Context: an optimization exercise on an open-source flow, tuned for small area and a short achievable clock period. The choices shown serve that exercise and are no tape-out recipe. The RTL was checked by simulation tests, not by an equivalence proof against the original design.

==> design.v <==
module requant_lane (
    input  wire signed [31:0] acc,        
    input  wire        [30:0] mult,       
    input  wire        [5:0]  shift,      
    input  wire signed [15:0] zp,         
    input  wire        [1:0]  fmt,        
    input  wire signed [15:0] clamp_lo,
    input  wire signed [15:0] clamp_hi,
    output reg         [15:0] q,          
    output reg                sat         
);
    wire signed [32:0] m_s = {2'b00, mult};
    wire signed [63:0] p   = acc * m_s;
    wire signed [63:0] fl = p >>> shift;
    wire [63:0] below   = (64'd1 << shift) - 64'd1;        
    wire [63:0] rem     = p & below;
    wire [63:0] half    = (shift == 6'd0) ? 64'd0 : (64'd1 << (shift - 6'd1));
    wire        guard   = (shift != 6'd0) && ((rem & half) != 64'd0);
    wire        sticky  = (rem & ~half) != 64'd0;
    wire        rnd_up  = guard && (sticky || fl[0]);
    wire signed [64:0] qz = $signed({fl[63], fl}) + $signed({64'd0, rnd_up})
                          + $signed({{49{zp[15]}}, zp});
    wire signed [64:0] lo65 = $signed({{49{clamp_lo[15]}}, clamp_lo});
    wire signed [64:0] hi65 = $signed({{49{clamp_hi[15]}}, clamp_hi});
    wire signed [64:0] c1   = (qz < lo65) ? lo65 : qz;
    wire signed [64:0] c2   = (c1 > hi65) ? hi65 : c1;
    reg signed [16:0] dmin, dmax;
    always @(*) begin
        case (fmt)
            2'd0:    begin dmin = -17'sd8;     dmax = 17'sd7;     end
            2'd1:    begin dmin = -17'sd128;   dmax = 17'sd127;   end
            2'd2:    begin dmin = 17'sd0;      dmax = 17'sd255;   end
            default: begin dmin = -17'sd32768; dmax = 17'sd32767; end
        endcase
    end
    wire signed [16:0] c17 = c2[16:0];
    reg  signed [16:0] v;
    always @(*) begin
        if (c17 < dmin)      v = dmin;
        else if (c17 > dmax) v = dmax;
        else                 v = c17;
        sat = (c2 != qz) || (v != c17);
        case (fmt)
            2'd0:    q = {12'd0, v[3:0]};
            2'd1:    q = {8'd0, v[7:0]};
            2'd2:    q = {8'd0, v[7:0]};
            default: q = v[15:0];
        endcase
    end
endmodule
module requant_epilogue #(
    parameter LANES = 2
) (
    input  wire                clk,
    input  wire                rst,
    input  wire                in_valid,
    input  wire [32*LANES-1:0] acc,
    input  wire [31*LANES-1:0] mult,
    input  wire [6*LANES-1:0]  shift,
    input  wire [16*LANES-1:0] zp,
    input  wire [1:0]          fmt,
    input  wire [15:0]         clamp_lo,
    input  wire [15:0]         clamp_hi,
    output reg                 out_valid,
    output reg  [16*LANES-1:0] out_q,
    output reg  [LANES-1:0]    out_sat
);
    reg                v_r;
    reg [32*LANES-1:0] acc_r;
    reg [31*LANES-1:0] mult_r;
    reg [6*LANES-1:0]  shift_r;
    reg [16*LANES-1:0] zp_r;
    reg [1:0]          fmt_r;
    reg [15:0]         lo_r, hi_r;
    always @(posedge clk) begin
        if (rst) v_r <= 1'b0;
        else     v_r <= in_valid;
        if (in_valid) begin
            acc_r   <= acc;
            mult_r  <= mult;
            shift_r <= shift;
            zp_r    <= zp;
            fmt_r   <= fmt;
            lo_r    <= clamp_lo;
            hi_r    <= clamp_hi;
        end
    end
    wire [16*LANES-1:0] q_w;
    wire [LANES-1:0]    sat_w;
    genvar i;
    generate
        for (i = 0; i < LANES; i = i + 1) begin : lane
            requant_lane u_lane (
                .acc      (acc_r[32*i +: 32]),
                .mult     (mult_r[31*i +: 31]),
                .shift    (shift_r[6*i +: 6]),
                .zp       (zp_r[16*i +: 16]),
                .fmt      (fmt_r),
                .clamp_lo (lo_r),
                .clamp_hi (hi_r),
                .q        (q_w[16*i +: 16]),
                .sat      (sat_w[i])
            );
        end
    endgenerate
    always @(posedge clk) begin
        if (rst) out_valid <= 1'b0;
        else     out_valid <= v_r;
        if (v_r) begin
            out_q   <= q_w;
            out_sat <= sat_w;
        end
    end
endmodule
==> run.sh <==
#!/bin/bash
# synth_recipe.tcl (not shown) runs the flow's synth.tcl, then flattens the netlist and writes it again
# the make line also repeats each setting of config.mk as NAME=value (left out here)
make -C /OpenROAD-flow-scripts/flow DESIGN_CONFIG=/design/flow/config.mk WORK_HOME=/design/flow/orfs CLKGATE_MAP_FILE= SYNTH_SCRIPT=/design/flow/synth_recipe.tcl finish
==> config.mk <==
export PLATFORM = sky130hd
export DESIGN_NAME = requant_epilogue
export DESIGN_NICKNAME = requant_epilogue
export VERILOG_FILES = /design/flow/design.v
export SDC_FILE = /design/flow/constraint.sdc
export NUM_CORES = 4
export LEC_CHECK = 0
export CAP_MARGIN = 20
export CORE_MARGIN = 2
export CORE_UTILIZATION = 40
export PLACE_DENSITY = 0.6
export SLEW_MARGIN = 20
==> constraint.sdc <==
create_clock -name core_clock -period 22.0 [get_ports {clk}]
set_input_delay 4.4000 -clock core_clock [delete_from_list [all_inputs] [get_ports {clk}]]
set_output_delay 4.4000 -clock core_clock [all_outputs]
set_load 0.01 [all_outputs]
==> flow_summary.ini <==
[run_status]
outcome = timing/DRC/antenna clean

[sta]
slew_headroom_pct = 25.45
tns_ns = 0
maxSlewViolCount = 0
finalHoldViolations = 0
max_freq_ghz = 0.04724
min_period_ns = 21.17
grt_setup_unrepaired = true
fin_crit_sh_pct = 96.21
worst_slew_pin_slew_ns = 1.112
skew_ns = 0.05661
setup_violations = 0

[critical_path]
crit_top_cell = fa_1
critPathLaunchType = flip-flop
cpPeakStageDelay_ns = 0.65
slowest_stage = edfxtp_1
end_kind = flip-flop
cp.required_ns = 22.44
worstPathArrival_ns = 21.61
crit_fanout = 12
crit_type = flip-flop to flip-flop

[synth]
synth_fa_ha_area_share_pct = 44.80
yosysUniqueCellTypes = 127
avgSynthCellArea_um2 = 8.537
synth_edf_count = 238
syn_area_um2 = 116900
synthXorXnorAreaFrac_pct = 2.398
synthFlopType = edfxtp_1
yosysWarnings = 2
muxShareOfSynthArea_pct = 3.232
synth_fp_nets = 16820
synth_top_family_by_area = adder cells
yosys.area_share.simple_pct = 19.32
synth_compound_area_share_pct = 14.12
synth.yosys.seq_area_share_pct = 6.149
synthCells = 13690
yosys_register_bits = 240
async_reset_ff_share_pct = 0

[clock_network]
clockRootBuffer = clkbuf_16
cts.path.max_buffers = 3
tritoncts = built
cts.sinks = 240
h-tree-depth = 2
postCtsHoldBufs = 0
clk_pin_slew_ns = 0.07
clk_latency_ns = 0.75
numCtsBuffers = 38

[floorplanning]
fp.dieH_um = 544.6
rows = 198
io_pins = 242
die_w_um = 544.6
core_um2 = 290800
start_util_pct = 40.19
die-area_um2 = 296500

[grt]
grt_max_degree = 72
grt_pass1_wl_um = 638500
grt_pass1_vias = 104300
overflow = 0
antenna_found_initial = 21
grt_use_total_pct = 27.89

[place]
placedCellCount = 17660
detailed_place_hpwl_um = 340100
port_buffers = 241
gp_congestion = 0.9898

[detailed_routing]
ant_nets = 0
vias = 100800
firstDrtPassIters = 9
dr.first_iter.drc_count = 9205
drt-total-wl_um = 413400
via_per_inst = 5.660
post_drt_wl_per_cell_um = 23.21
drc = 0

[finish]
finalNonFillerCells = 17810
drive_above_1_share_pct = 7.945
layout_common_cells = 2262 x inv_1, 2094 x fa_1, 1598 x and2_1
nets = 17010
fillers = 29070
final_common_cell = inv_1
syn_to_final_growth_pct = 10.10

[job]
cap_violations = 0

[hold_path]
hold_class = flip-flop to flip-flop
-- Yosys cell counts (35+ instances only) --
cell | number | share of area (%)
fa_1 | 2102 | 36
and3_1 | 81 | 0.43
nor3_1 | 179 | 0.77
nor4_1 | 54 | 0.29
and2_1 | 1598 | 8.6
xor2_1 | 104 | 0.78
o21bai_1 | 49 | 0.31
nand2_1 | 1170 | 3.8
nand3_1 | 203 | 0.87
o31ai_1 | 51 | 0.33
nand2b_1 | 56 | 0.30
mux2i_1 | 197 | 1.7
o21ai_0 | 510 | 2.2
nor2_1 | 560 | 1.8
a221oi_1 | 40 | 0.30
xnor2_1 | 216 | 1.6
inv_1 | 2272 | 7.3
o21a_1 | 66 | 0.42
a211oi_1 | 140 | 0.90
nor2b_1 | 65 | 0.35
o22ai_1 | 51 | 0.27
a21oi_1 | 653 | 2.8
mux2_2 | 55 | 0.53
buf_1 | 56 | 0.18
clkbuf_1 | 707 | 2.3
ha_1 | 822 | 8.8
nand4_1 | 141 | 0.75
o211ai_1 | 113 | 0.73
a21o_1 | 182 | 1.2
edfxtp_1 | 238 | 6.1
or3_1 | 42 | 0.22
a31oi_1 | 119 | 0.64
mux4_2 | 49 | 0.94
buf_2 | 35 | 0.15
-- layout make-up --
cell class / count / area [µm²] / share of cell area, %
diodes: 5 / 12.51 / 0.009723
flip-flops and latches: 240 / 7188 / 5.586
repair buffers: 950 / 8292 / 6.443
multi-input cells: 10370 / 98390 / 76.45
clock buffers: 41 / 983.4 / 0.7642
well taps: 3900 / 4880 / 3.792
inverters: 2282 / 8582 / 6.669
clock inverters: 28 / 364.1 / 0.2829
-- cell families after synthesis --
family                     count (synthesis)
adders and majority gates               2924
buffers and inverters                   3087
muxes                                    306
AOI/OAI and AO/OA                       2496
and+or+nand+nor                         4319
DFF                                      240
xor gates and xnor gates                 320
-- path summary, 6_finish.rpt --
path	from	end	slack (ns)	depth (start not counted)
setup / recovery	acc_r[48]	out_sat[1]	0.83	77
hold / removal	hi_r[2]	out_q[2]	0.88	2
setup reg to reg	acc_r[48]	out_sat[1]	0.83	77
hold reg to reg	hi_r[2]	out_q[2]	0.88	2
-- worst max-delay path: cells and delay by family (launching register included) --
| family | cells | cell delay, ns |
|---|---|---|
| compound gates | 26 | 5.70 |
| xor+xnor | 2 | 0.37 |
| fa+ha+maj | 14 | 6.35 |
| buf+inv | 7 | 0.68 |
| flops | 1 | 0.65 |
| mux | 3 | 0.88 |
| simple gates | 25 | 6.23 |
-- per-layer routing --
layer	GRT usage (%)	share of wire, %	vias up
met5	0	0.026	-
met4	10.48	4.6	16
met3	3.231	6.5	845
met2	45.84	46	3810
met1	37.65	43	51050
li1	-	-	45100
-- state kept, by name (all words and copies together) (netlist names) --
register and count:
shift_r 12, out_q 32, out_sat 2, out_valid 1, zp_r 32, lo_r 16, acc_r 64, mult_r 62
hi_r 16, v_r 1, fmt_r 2
-- through the flow --
| stage | area, µm² | hold WS [ns] | setup slack, ns | util [%] |
|---|---|---|---|---|
| after floorplan | 116900 | 0.6667 | 1.433 | - |
| after global placement | 125900 | 0.8603 | 0.1298 | 43.30 |
| after detailed placement | 126000 | 0.8498 | -0.04839 | 43.31 |
| after CTS | 127400 | 0.8656 | 0.001139 | 43.80 |
| after global routing | 128700 | 0.9020 | -0.1117 | 44.24 |
| final | 128700 | 0.8830 | 0.8331 | 44.25 |
-- repair_timing --
action | in CTS | in global routing
pin swaps | 0 | 9
setup endpoints to repair | 1 | 32
resized for setup | 2 | 74
buffers inserted | 6 | 73
cloned | 0 | 2

==> static timing again, ports no longer ideal <==
The flow's constraints put no driver on any port. The routed layout listed below was extracted and timed again, unchanged, in two steps. Step 1 (the two cells are an assumption about what drives the block):
set clk [get_ports {clk}]
set_driving_cell -lib_cell sky130_fd_sc_hd__clkbuf_16 $clk
set_driving_cell -lib_cell sky130_fd_sc_hd__buf_2 [delete_from_list [all_inputs] $clk]
Step 2, shift: input delay + t, output delay - t, t = (earliest + latest rising clock arrival at the registers) / 2. This alone moves slack from input paths to output paths. Slacks: no drivers / after step 1 / after step 2; pairs: no drivers / after step 1.
shift t [ns]: 0.819
slack for setup (ns): 0.833 / 0.833 / 0.833
hold slack, ns: 0.883 / 0.883 / 0.883
After both steps setup and hold are still met in this run. For this run, drivers alone change the setup slack by 0.000 ns; drivers and shift together by 0.000 ns.
